Context: an optimization exercise on an open-source flow, tuned for small area and a short achievable clock period. The choices shown serve that exercise and are no tape-out recipe.
Where RTL was checked, it was by simulation tests only, not by an equivalence proof against the original.
The clock input has no modelled driver; a real chip could not lean on it and would need a root buffer or a full tree.
No activity file was given, so power comes from the tool's default toggle rates.

==> flow/design.v (excerpt) <==
module can_fd_rx (
    input  wire        clk,
    input  wire        rst,
    input  wire        fd_en,
    input  wire        pex_en,
    input  wire        rx_valid,
    input  wire        rx_bit,
    output reg         ev_hdr,
    output wire [28:0] hdr_ident,
    output reg         hdr_ide,
    output reg         hdr_rtr,
    output reg         hdr_fdf,
    output reg         hdr_brs,
    output reg         hdr_esi,
    output reg  [3:0]  hdr_dlc,
    output reg  [6:0]  hdr_len,
    output reg         ev_word,
    output wire [3:0]  word_idx,
    output wire [31:0] word_data,
    output reg         ev_ack,
    output reg         ev_valid,
    output reg         ev_end,
    output reg         ev_eofdom,
    output reg         ev_pex,
    output reg         ev_err,
    output wire [3:0]  err_kind,
    output wire [4:0]  err_field
);
For scale: roughly 880 cells after synthesis, about 150 flip-flops, roughly 100 I/O pins, roughly 7100 sq um of cells after synthesis.
Settings: LEC_CHECK=0, ABC_AREA=1, CAP_MARGIN=20, CORE_MARGIN=2, CORE_UTILIZATION=40, PLACE_DENSITY=0.6, SETUP_SLACK_MARGIN=3.0, SLEW_MARGIN=20; clock period 5.0 ns.
standard.sh (not shown) runs the stock make flow with config.mk's settings and CLKGATE_MAP_FILE= SYNTH_SCRIPT=/design/flow/synth_recipe.tcl, a recipe that flattens the netlist after the stock synthesis.
==> flow/flow/run.sh <==
#!/bin/bash
# Standard layout with two changes:
#  - the port buffers are made from the smallest buffer (sky130_fd_sc_hd__buf_1)
#    instead of the resizer's default choice; timing repair still resizes any
#    of them that is on a critical path;
#  - the clock tree is a balanced two-level tree built by flow/cts_pre.tcl
#    (clk -> 4 buffers -> 8 buffers -> flip-flops, sinks clustered by
#    location) in place of TritonCTS's H-tree; the rest of the CTS step
#    (legalization, setup and hold repair) runs as usual.
set -euo pipefail
here=$(pwd)
export BUFFER_PORTS_ARGS="-buffer_cell sky130_fd_sc_hd__buf_1"
export PRE_CTS_TCL="$here/flow/cts_pre.tcl"
bash standard.sh > standard.log 2>&1
Other scripts of this flow, unchanged in this note and not shown: flow/flow/cts_pre.tcl
Then changed:
--- a/flow/design.v
+++ b/flow/design.v
@@ -106,25 +106,27 @@
     wire fd   = hdr_fdf;
     wire wide = hdr_len[6] | hdr_len[5] | (hdr_len[4] & (hdr_len[3] | hdr_len[2]));
     wire nf        = ~fresh;
     wire i_b10     = nf & (cnt[3:0] == 4'd9);
     wire i_e17     = nf & (cnt[4:0] == 5'd16);
     wire i_m4_3    = nf & (cnt[1:0] == 2'd2);       
     wire i_byte7   = nf & (cnt[2:0] == 3'd6);
     wire i_c14     = nf & (cnt[3:0] == 4'd13);
     wire i_fdcrc   = (cnt[4:0] == (wide ? 5'd23 : 5'd19));
     wire i_eof5    = nf & (cnt[2:0] == 3'd4);
     wire i_eof6    = nf & (cnt[2:0] == 3'd5);
     wire [8:0] cnt1 = fresh ? 9'd0 : cnt + 9'd1;
-    wire [1:0] lane = fresh ? 2'd0 : (cnt[2:0] == 3'd7) ? cnt[4:3] + 2'd1 : cnt[4:3];
+    reg  [2:0] th;
+    wire [3:0] lane_le = {1'b1, th};
+    wire [3:0] lane_eq = {~th[2], th[2] & ~th[1], th[1] & ~th[0], th[0]};
     wire z15 = (crc15 == 15'd0);
     wire z17 = (crc17 == 17'd0);
     wire z21 = (crc21 == 21'd0);
     wire crc_ok = fd ? (~scerr & (wide ? z21 : z17)) : z15;
     reg sc_exp;
     always @* begin
         if (fresh) sc_exp = stuffc[2];
         else case (cnt[1:0])
             2'd0:    sc_exp = stuffc[2] ^ stuffc[1];
             2'd1:    sc_exp = stuffc[1] ^ stuffc[0];
             default: sc_exp = stuffc[0];
         endcase
@@ -251,52 +253,55 @@
         end else if (sbit) begin
             run    <= 3'd1;
             last   <= b;
             stf    <= 1'b0;
             if (dyn) stuffc <= stuffc + 3'd1;
         end else if (dbit) begin
             run    <= same ? run + 3'd1 : 3'd1;
             last   <= b;
             stf    <= (end_data & fd) | ((c_sc | c_crc) & fd & i_m4_3) |
                       (dyn & same & (run == 3'd4));
             if ((end_data & fd) | (c_crc & ~fd & i_c14)) dyn <= 1'b0;
         end
+        if (dbit) begin
+            if (!c_data)
+                th <= 3'b111;
+            else if (i_byte7)
+                th <= (th[2] ? {th[1:0], 1'b0} : 3'b111);
+        end
         if (dbit)
             sfield <= (end_data & fd) ? F_STUFF_COUNT : cur;
         lbf <= ({1'b0, cnt[8:3]} + 7'd1 == hdr_len);
         if (!active) begin
             crc15 <= 15'd0;
             crc17 <= POLY17;
             crc21 <= POLY21;
         end else if (in_bit && c_crcs) begin
             if (!stf)
                 crc15 <= {crc15[13:0], 1'b0} ^ ((b ^ crc15[14]) ? POLY15 : 15'd0);
             if (!stf || dyn) begin
                 crc17 <= {crc17[15:0], 1'b0} ^ ((b ^ crc17[16]) ? POLY17 : 17'd0);
                 crc21 <= {crc21[19:0], 1'b0} ^ ((b ^ crc21[20]) ? POLY21 : 21'd0);
             end
         end
         if (dbit && c_sc)
             scerr <= (fresh ? 1'b0 : scerr) | (b ^ sc_exp);
         if (!active)
             r[17:0] <= 18'd0;
         if (dbit && (c_base || c_ext)) begin
             r <= {r[30:0], b};
         end else if (dbit && c_data) begin
-            for (i = 0; i < 4; i = i + 1) begin
-                if (lane == i[1:0])
-                    r[8*i +: 8] <= {r[8*i +: 7], b};
-                else if (lane < i[1:0])
-                    r[8*i +: 8] <= {r[8*i +: 7], 1'b0};
-            end
+            for (i = 0; i < 4; i = i + 1)
+                if (lane_le[i])
+                    r[8*i +: 8] <= {r[8*i +: 7], b & lane_eq[i]};
         end
         if (dbit) begin
             if (c_rtr1 | c_rtr2) hdr_rtr <= b;
             if (c_ide) hdr_ide <= b;
             if (c_fdf) hdr_fdf <= b;
             if (c_brs) hdr_brs <= b;
             if (c_esi) hdr_esi <= b;
             if (c_dlc) hdr_dlc <= dlc_n;
             if (f_dlc) hdr_len <= len_n;
         end
         if (sof) begin
             hdr_brs <= 1'b0;
Outcome:
- first-iteration DRC count is lower by about 15%
- setup slack hardly moves
- clock skew is lower by 0.0087 ns
- power is higher by 2.4%
- final area is higher by 2.5%
- routed wire length is lower by 0.68%
- die area is higher by about 1.6%
- worst hold slack is worse by 0.0076 ns
- sequential power stays flat
- synthesized area is higher by about 1.7%
- synthesized cell count is about the same
- register-to-register slack is better by 0.05 ns
- combinational power is higher by about 8%
Function not checked in the second run of this note: the RTL went through the layout flow alone. No run of this note takes its clock network from TritonCTS; it comes from the design's own scripts or RTL.

========
Another version of the RTL of can_fd_rx (not shown whole).
Size in the first run: about 910 cells after synthesis, roughly 150 flip-flops, ~100 I/O pins, roughly 7200 µm² of cells after synthesis.
==> flow/config.mk <==
export PLATFORM = sky130hd
export DESIGN_NAME = can_fd_rx
export DESIGN_NICKNAME = can_fd_rx
export VERILOG_FILES = /design/flow/design.v
export SDC_FILE = /design/flow/constraint.sdc
export NUM_CORES = 4
export LEC_CHECK = 0
export ABC_AREA = 1
export CAP_MARGIN = 20
export CORE_MARGIN = 2
export CORE_UTILIZATION = 40
export PLACE_DENSITY = 0.6
export SETUP_SLACK_MARGIN = 3.0
export SLEW_MARGIN = 20
==> flow/constraint.sdc <==
create_clock -name core_clock -period 5.0 [get_ports {clk}]
set_input_delay 1.0000 -clock core_clock [delete_from_list [all_inputs] [get_ports {clk}]]
set_output_delay 1.0000 -clock core_clock [all_outputs]
set_load 0.01 [all_outputs]
Scripts as last shown in full above: flow/flow/run.sh
Other scripts of this flow, unchanged in this note and not shown: flow/flow/cts_pre.tcl
Then changed:
--- a/flow/design.v
+++ b/flow/design.v
@@ -60,13 +60,12 @@
     reg        active;
     reg [4:0]  cur;         
     reg [8:0]  cnt;         
     reg        fresh;       
     reg [2:0]  run;         
     reg        last;        
-    reg        dyn;         
     reg        stf;         
     reg [4:0]  sfield;      
     reg [2:0]  stuffc;      
     reg        scerr;       
     reg [14:0] crc15;
     reg [16:0] crc17;
@@ -101,12 +100,13 @@
     wire c_ack    = (cur == F_ACK);
     wire c_ackdel = (cur == F_ACK_DELIM);
     wire c_eof    = (cur == F_EOF);
     wire c_msg    = ~cur[4] & ~(cur[3] & cur[2]);    
     wire c_crcs   = c_msg | c_sc | c_crc;            
     wire fd   = hdr_fdf;
+    wire dyn  = c_msg | (c_crc & ~fd);
     wire wide = hdr_len[6] | hdr_len[5] | (hdr_len[4] & (hdr_len[3] | hdr_len[2]));
     wire nf        = ~fresh;
     wire i_b10     = nf & (cnt[3:0] == 4'd9);
     wire i_e17     = nf & (cnt[4:0] == 5'd16);
     wire i_m4_3    = nf & (cnt[1:0] == 2'd2);       
     wire i_byte7   = nf & (cnt[2:0] == 3'd6);
@@ -117,13 +117,12 @@
     wire [8:0] cnt1 = fresh ? 9'd0 : cnt + 9'd1;
     wire [1:0] lane = fresh ? 2'd0 : (cnt[2:0] == 3'd7) ? cnt[4:3] + 2'd1 : cnt[4:3];
     wire z15 = (crc15 == 15'd0);
     wire z17 = (crc17 == 17'd0);
     wire z21 = (crc21 == 21'd0);
     wire crc_ok = fd ? (~scerr & (wide ? z21 : z17)) : z15;
-    reg  crc_okr;
     reg sc_exp;
     always @* begin
         if (fresh) sc_exp = stuffc[2];
         else case (cnt[1:0])
             2'd0:    sc_exp = stuffc[2] ^ stuffc[1];
             2'd1:    sc_exp = stuffc[1] ^ stuffc[0];
@@ -164,13 +163,13 @@
     wire f_sc     = c_sc & i_m4_3;
     wire f_crc    = c_crc & (fd ? i_fdcrc : i_c14);
     wire x_fdf    = c_fdf & b & ~fe;                 
     wire x_res    = c_res & fd & b;                  
     wire x_bad    = x_fdf | x_res;
     wire x_form   = (c_crcdel | c_ackdel | (c_eof & ~i_eof6)) & ~b;
-    wire x_crc    = c_ackdel & b & ~crc_okr;
+    wire x_crc    = c_ackdel & b & ~crc_ok;
     wire d_pex    = x_bad & pe;
     wire d_err    = (x_bad & ~pe) | x_form | x_crc;
     wire d_eofdom = c_eof & i_eof6 & ~b;
     wire d_end    = c_eof & i_eof6 & b;
     wire d_valid  = c_eof & i_eof5 & b;
     wire d_ack    = c_crcdel & b & crc_ok;
@@ -196,13 +195,13 @@
             F_DLC:         begin nxt = len_z ? (fd ? F_STUFF_COUNT : F_CRC) : F_DATA; adv = i_m4_3; end
             F_DATA:        begin nxt = fd ? F_STUFF_COUNT : F_CRC; adv = f_data; end
             F_STUFF_COUNT: begin nxt = F_CRC; adv = i_m4_3; end
             F_CRC:         begin nxt = F_CRC_DELIM; adv = f_crc; end
             F_CRC_DELIM:   begin nxt = F_ACK; adv = b; end
             F_ACK:         begin nxt = F_ACK_DELIM; adv = 1'b1; end
-            F_ACK_DELIM:   begin nxt = F_EOF; adv = b & crc_okr; end
+            F_ACK_DELIM:   begin nxt = F_EOF; adv = b & crc_ok; end
             default:       begin nxt = cur; adv = 1'b0; end
         endcase
     end
     integer i;
     always @(posedge clk) begin
         if (rst) begin
@@ -243,31 +242,28 @@
             ek <= E_STUFF;
         else if (dbit)
             ek <= x_crc ? ((fd & scerr) ? E_STUFF_COUNT : E_CRC) : E_FORM;
         if (sof) begin
             run    <= 3'd1;
             last   <= 1'b0;
-            dyn    <= 1'b1;
             stf    <= 1'b0;
             stuffc <= 3'd0;
         end else if (sbit) begin
             run    <= 3'd1;
             last   <= b;
             stf    <= 1'b0;
             if (dyn) stuffc <= stuffc + 3'd1;
         end else if (dbit) begin
             run    <= same ? run + 3'd1 : 3'd1;
             last   <= b;
             stf    <= (end_data & fd) | ((c_sc | c_crc) & fd & i_m4_3) |
                       (dyn & same & (run == 3'd4));
-            if ((end_data & fd) | (c_crc & ~fd & i_c14)) dyn <= 1'b0;
         end
         if (dbit)
             sfield <= (end_data & fd) ? F_STUFF_COUNT : cur;
         lbf <= ({1'b0, cnt[8:3]} + 7'd1 == hdr_len);
-        crc_okr <= crc_ok;
         if (!active) begin
             crc15 <= 15'd0;
             crc17 <= POLY17;
             crc21 <= POLY21;
         end else if (in_bit && c_crcs) begin
             if (!stf)
=>
- The new run passed the timing, design-rule and antenna checks
- power went down by 11%
- design area barely changes
- combinational power went down by 43%
- global-route usage is about the same
- wire length went down by 2.4%
- worst setup slack improved by 0.061 ns
- synthesized area went down by 0.54%
- sequential cell count went down by 2
- maximum frequency went up by 3.1%
- via count went down by 3.0%
- critical path depth went down by 11
No run of this note included a check of the RTL's function; only the layout flow was run. No run of this note takes its clock network from TritonCTS; it comes from the design's own scripts or RTL.

what the ideal ports hide:
The results above use ideal ports. As a check the final layouts listed here were re-extracted and re-timed, cells and wires unchanged.
Step 1 sets driving cells, clkbuf_16 on the clock port and buf_2 on the other inputs (assumed; they add their load-dependent delay and slew).
Step 2, shift: input delay + t, output delay - t, t = (earliest + latest rising clock arrival at the registers) / 2. This alone moves slack from input paths to output paths.
Three values: ideal, step 1, step 2; two values: the first two.
| run | shift t [ns] | setup WS [ns] | worst hold slack (ns) | worst setup path after step 2 | cell pins on the clock port's net |
|---|---|---|---|---|---|
| the first run of note 1 | 0.355 | 3.034 / 2.956 / 3.038 | 0.462 / 0.462 / 0.462 | register to register | 4 |
| the second run of note 1 | 0.359 | 3.031 / 2.958 / 3.092 | 0.455 / 0.455 / 0.455 | register to register | 4 |
| the first run of note 2 | 0.358 | 2.944 / 2.945 / 2.945 | 0.450 / 0.450 / 0.450 | register to register | 4 |
| the second run of note 2 | 0.372 | 3.006 / 2.929 / 3.092 | 0.452 / 0.452 / 0.452 | register to register | 4 |
After both steps every run listed still meets setup and hold.
